Context: an optimization exercise on an open-source flow, tuned for small area. The choices shown serve that exercise and are no tape-out recipe.
The RTL was checked by simulation tests, not by an equivalence proof against the original design.
Power is estimated from default activity; no workload was simulated.

==> flow/design.v <==
module hx_gen_chain (
    input  wire               clk,
    input  wire               rst,           
    input  wire               cfg_load,      
    input  wire [1:0]         cfg_order,     
    input  wire [3:0]         cfg_rate,      
    input  wire               mod_valid,
    input  wire signed [3:0]  mod_in,
    output wire               fine_valid,
    output wire signed [73:0] fine_data,
    output wire               fine_h,
    output wire               fine_o,
    output wire               coarse_valid,
    output wire signed [10:0] coarse_data,
    output wire               coarse_o
);
    localparam W  = 74;
    localparam ND = 5;                     
    localparam DW = 15;                    
    reg [1:0] order_q;
    reg [3:0] rate_q;
    wire      cfg_ok = (cfg_order != 2'd3) && (cfg_rate <= 4'd10);
    wire      clear  = rst || (cfg_load && cfg_ok);
    always @(posedge clk) begin
        if (rst) begin
            order_q <= 2'd0;
            rate_q  <= 4'd7;
        end else if (cfg_load && cfg_ok) begin
            order_q <= cfg_order;
            rate_q  <= cfg_rate;
        end
    end
    wire [2:0]  n_ord  = {1'b0, order_q} + 3'd3;
    wire [13:0] r_mask;                                                  
    genvar mb;
    generate
        for (mb = 0; mb < 14; mb = mb + 1) begin : msk
            if (mb < 4) begin : lo
                assign r_mask[mb] = 1'b1;
            end else begin : hi
                assign r_mask[mb] = (rate_q >= mb - 3);
            end
        end
    endgenerate
    reg [13:0] phase;      
    reg [3:0]  run_len;    
    reg        run_neg;    
    reg [2:0]  age;        
    reg        pos_ok;     
    reg [2:0]  nblk;       
    reg        c_ovl;      
    wire is_pos = (mod_in == 4'sd7);
    wire is_neg = (mod_in == -4'sd8);
    wire is_ext = is_pos || is_neg;
    wire [3:0] run_next = !is_ext                                 ? 4'd0 :
                          (run_len != 4'd0 && run_neg == is_neg) ?
                              (run_len == 4'd8 ? 4'd8 : run_len + 4'd1) : 4'd1;
    wire ovl_now  = run_next[3];
    wire [13:0] pm      = phase & r_mask;        
    wire pm_hi0         = ~|pm[13:1];
    wire blk_first      = pm_hi0 & ~pm[0];
    wire pm_one         = pm_hi0 & pm[0];
    wire blk_last       = &(phase | ~r_mask);
    wire pos_ge_n       = (|pm[13:3]) || (pm[2:0] >= n_ord - 3'd1);
    wire [3:0] cpos     = phase[3:0];
    always @(posedge clk) begin
        if (clear) begin
            phase   <= 14'd0;
            run_len <= 4'd0;
            run_neg <= 1'b0;
            age     <= 3'd7;
            pos_ok  <= 1'b0;
            nblk    <= 3'd0;
            c_ovl   <= 1'b0;
        end else if (mod_valid) begin
            phase   <= phase + 14'd1;
            run_len <= run_next;
            run_neg <= is_neg;
            if (ovl_now) begin
                age    <= 3'd0;
                pos_ok <= pos_ge_n;
            end else if (blk_first && age != 3'd7) begin
                age    <= age + 3'd1;
            end
            if (blk_last && nblk != 3'd7)
                nblk <= nblk + 3'd1;
            c_ovl   <= ovl_now || (c_ovl && cpos != 4'd0);
        end
    end
    assign fine_h   = (nblk < n_ord);
    assign fine_o   = (age <= n_ord - 3'd2) || (age == n_ord - 3'd1 && pos_ok);
    assign coarse_o = c_ovl;
    reg [2:0] q;           
    reg [1:0] cq;          
    reg       zf;          
    reg [3:0] xr;          
    reg       pend;        
    reg       ip;          
    reg       pfirst;      
    reg       plast;       
    reg       yhold;       
    reg       uact;        
    reg [3:0] idone;       
    reg       rpend;       
    reg       dstep;       
    wire zero  = zf;
    wire q_n1  = (q == n_ord - 3'd1);                         
    wire q_n   = (q == ((n_ord == 3'd5) ? 3'd0 : n_ord));     
    wire st1   = pend && !yhold && (q == 3'd0);
    wire slot  = !idone[cq];                                   
    wire defer = ip && q_n1 && slot && !plast && !dstep;
    wire at_n  = q_n1 && ((ip && !defer) || dstep);           
    wire trig  = plast && at_n;
    wire dump  = pfirst && at_n;
    wire ustart = yhold && q_n && (cq == 2'd1 - n_ord[1:0]);  
    wire urest = uact;
    wire inj   = q_n1 && slot && !at_n;
    reg       xsg;         
    always @(posedge clk) begin
        if (mod_valid)
            xr <= mod_in;
        if (st1)
            xsg <= xr[3];
    end
    always @(posedge clk) begin
        if (clear)
            q  <= 3'd0;
        else
            q  <= (q == 3'd4) ? 3'd0 : q + 3'd1;
        if (rst)
            cq <= 2'd0;
        else
            cq <= cq + 2'd1;
    end
    always @(posedge clk) begin
        if (clear) begin
            zf     <= 1'b1;
            pend   <= 1'b0;
            ip     <= 1'b0;
            pfirst <= 1'b0;
            plast  <= 1'b0;
            yhold  <= 1'b0;
            uact   <= 1'b0;
            idone  <= 4'hf;
            rpend  <= 1'b0;
            dstep  <= 1'b0;
        end else begin
            if (q == 3'd4)
                zf <= 1'b0;
            pend   <= mod_valid || (pend && !st1);
            ip     <= st1 || (ip && q != 3'd4);
            if (st1) begin
                pfirst <= pm_one;
                plast  <= blk_first;
            end else if (trig) begin
                plast  <= 1'b0;
            end
            yhold  <= trig || (yhold && !ustart);
            uact   <= (ustart || uact) && (cq != 2'd3);           
            rpend  <= trig || (rpend && !q_n1);
            dstep  <= defer || (dstep && !q_n1);
            if (dump)
                idone <= 4'h0;
            else if (inj)
                idone[cq] <= 1'b1;
        end
    end
    localparam NC = 5;
    wire [1:0] iop = st1 ? 2'd3 : ((ip && !defer) || at_n) ? 2'd2 : inj ? 2'd1 : 2'd0;
    wire [1:0] cop = zero ? 2'd3 : ustart ? 2'd2 : urest ? 2'd1 : 2'd0;
    wire [NC-1:0] ctl0 = {iop, dump, cop};
    reg  [NC-1:0] ctl_d [1:ND-1];
    integer k;
    always @(posedge clk) begin
        ctl_d[1] <= ctl0;
        for (k = 2; k <= ND - 1; k = k + 1)
            ctl_d[k] <= ctl_d[k-1];
    end
    assign fine_valid = rpend && q_n1;
    reg  [W-1:0] ir0, ir1, ir2, ir3, ir4;      
    reg  [W-1:0] cr0, cr1, cr2, cr3;           
    wire [W-1:0] isum, csum;
    wire [ND-1:0] ico, cco;                    
    wire [W-1:0] xs = {{(W-DW){xsg}}, {(DW-4){xr[3]}}, xr};
    genvar j, b;
    generate
        for (j = 0; j < ND; j = j + 1) begin : dg
            localparam LO = j * DW;
            localparam HI = (j == ND - 1) ? W - 1 : j * DW + DW - 1;
            localparam WD = HI - LO + 1;
            wire [NC-1:0] ctl = (j == 0) ? ctl0 : ctl_d[j];
            wire i_x = (ctl[4:3] == 2'd3), i_r = (ctl[4:3] == 2'd2), i_c = (ctl[4:3] == 2'd1);
            wire c_f = (ctl[1:0] == 2'd2), c_r = (ctl[1:0] == 2'd1), c_z = (ctl[1:0] == 2'd3);
            wire i_z = c_z | ctl[2];
            wire [WD-1:0] ia = i_z ? {WD{1'b0}} : ir0[HI:LO];
            wire [WD-1:0] ib = i_x ? xs[HI:LO] :
                               i_r ? ir4[HI:LO] :
                               i_c ? ~cr0[HI:LO] : {WD{1'b0}};
            wire [WD:0]   ic;
            wire [WD-1:0] ca = c_z ? {WD{1'b0}} : cr0[HI:LO];
            wire [WD-1:0] cb = c_f ? ir4[HI:LO] : (c_r ? cr3[HI:LO] : {WD{1'b0}});
            wire [WD:0]   cc;
            if (j == 0) begin : c0
                assign ic[0] = i_c;
                assign cc[0] = 1'b0;
            end else begin : cj
                reg icr, ccr;
                always @(posedge clk) begin
                    icr <= ico[j-1];
                    ccr <= cco[j-1];
                end
                assign ic[0] = icr;
                assign cc[0] = ccr;
            end
            for (b = 0; b < WD; b = b + 1) begin : bt
                assign isum[LO+b]  = ia[b] ^ ib[b] ^ ic[b];
                assign ic[b+1]     = (ia[b] & ib[b]) | (ia[b] & ic[b]) | (ib[b] & ic[b]);
                assign csum[LO+b]  = ca[b] ^ cb[b] ^ cc[b];
                assign cc[b+1]     = (ca[b] & cb[b]) | (ca[b] & cc[b]) | (cb[b] & cc[b]);
            end
            assign ico[j] = ic[WD];
            assign cco[j] = cc[WD];
        end
    endgenerate
    always @(posedge clk) begin
        ir0 <= ir1;
        ir1 <= ir2;
        ir2 <= ir3;
        ir3 <= ir4;
        ir4 <= isum;
        cr0 <= cr1;
        cr1 <= cr2;
        cr2 <= cr3;
        cr3 <= csum;
    end
    assign fine_data = {ir4[73:60], ir3[59:45], ir2[44:30], ir1[29:15], ir0[14:0]};
    reg [3:0]  wc;
    reg        cvp;
    reg [10:0] cacc;
    wire [3:0] wgt = (cpos ^ {4{cpos[3]}}) + 4'd1;
    always @(posedge clk) begin
        if (clear) begin
            wc   <= 4'd0;
            cvp  <= 1'b0;
            cacc <= 11'd0;
        end else begin
            if (mod_valid) begin
                wc  <= wgt;
                cvp <= (cpos == 4'd15);
            end else begin
                if (wc != 4'd0)
                    wc <= wc - 4'd1;
                if (wc == 4'd0)
                    cvp <= 1'b0;
            end
            if (coarse_valid)
                cacc <= 11'd0;
            else if (wc != 4'd0)
                cacc <= cacc + {{7{xr[3]}}, xr};
        end
    end
    assign coarse_valid = cvp && (wc == 4'd0);
    assign coarse_data  = cacc;
endmodule
clock: 10.0 ns
lec_check: 0
cap_margin: 20
core_margin: 2
core_utilization: 80
cts_buf_list: sky130_fd_sc_hd__clkbuf_8
cts_cluster_diameter: 60
cts_cluster_size: 18
place_density: 0.88
slew_margin: 20
standard.sh (not shown) runs the stock make flow with config.mk's settings and CLKGATE_MAP_FILE= SYNTH_SCRIPT=/design/flow/synth_recipe.tcl, a recipe that flattens the netlist after the stock synthesis.
==> flow/flow/run.sh <==
#!/bin/bash
# The standard layout (standard.sh), with one change: the buffers that
# buffer_ports puts on every input and output port are the platform's smallest
# buffer cell instead of the one buffer_ports picks by default.
set -euo pipefail
export BUFFER_PORTS_ARGS="-buffer_cell sky130_fd_sc_hd__buf_1"
bash standard.sh > standard_flow.log 2>&1
Next try:
--- a/flow/config.mk
+++ b/flow/config.mk
@@ -10 +10 @@
-export CORE_UTILIZATION = 80
+export CORE_UTILIZATION = 76
@@ -14 +14 @@
-export PLACE_DENSITY = 0.88
+export PLACE_DENSITY = 0.9
Outcome:
- The changed run produced a clean layout
- utilization shrinks by 4.5 points
- global-route usage shrinks by 0.58 points
- combinational power stays flat
- sequential share of layout area shrinks by 0.13 points
- power barely changes
- sequential power is about the same
- hold slack is about the same
- die area grows by 5.1%
- final area hardly moves
- count of clock-buffer cells in the layout grows by 2
Next try:
--- a/flow/config.mk
+++ b/flow/config.mk
@@ -10 +10 @@
-export CORE_UTILIZATION = 76
+export CORE_UTILIZATION = 75
@@ -14 +14 @@
-export PLACE_DENSITY = 0.9
+export PLACE_DENSITY = 0.85
Effect: The new run finished with timing, DRC and antenna clean; power hardly moves; cell count barely changes; sequential share of layout area barely changes.
Next try:
--- a/flow/config.mk
+++ b/flow/config.mk
@@ -10 +10 @@
-export CORE_UTILIZATION = 75
+export CORE_UTILIZATION = 78
@@ -14 +14 @@
-export PLACE_DENSITY = 0.85
+export PLACE_DENSITY = 0.8
After rerunning: Fmax fell by a few percent; via count rose slightly; hold slack gets better by 0.0071 ns; worst setup slack gets worse by 0.20 ns; synthesized cell count stays the same; utilization rose by 2.6 points.

==> afterwards: timing with drivers on the ports <==
The results above use ideal ports. As a check the final layouts listed here were re-extracted and re-timed, cells and wires unchanged.
Step 1 assumes that a clkbuf_16 drives the clock port and a buf_2 every other input.
Step 2, shift: input delay + t, output delay - t, t = (earliest + latest rising clock arrival at the registers) / 2. This alone moves slack from input paths to output paths.
Slacks: ideal ports / drivers / drivers and shift; pairs: ideal ports / drivers.
run | t (ns) | setup slack, ns | hold WS [ns] | clock arrival spread, ns | worst data-port slew with drivers (ns)
the first run | 0.642 | 1.235 / 1.235 / 1.235 | 0.325 / 0.325 / 0.325 | 0.027 / 0.028 | 0.03
the second run | 0.647 | 1.091 / 1.091 / 1.091 | 0.325 / 0.325 / 0.325 | 0.027 / 0.026 | 0.03
the third run | 0.666 | 1.360 / 1.360 / 1.360 | 0.315 / 0.315 / 0.315 | 0.040 / 0.040 | 0.03
the fourth run | 0.631 | 1.163 / 1.163 / 1.163 | 0.322 / 0.322 / 0.322 | 0.033 / 0.033 | 0.03
After both steps every run listed still meets setup and hold.
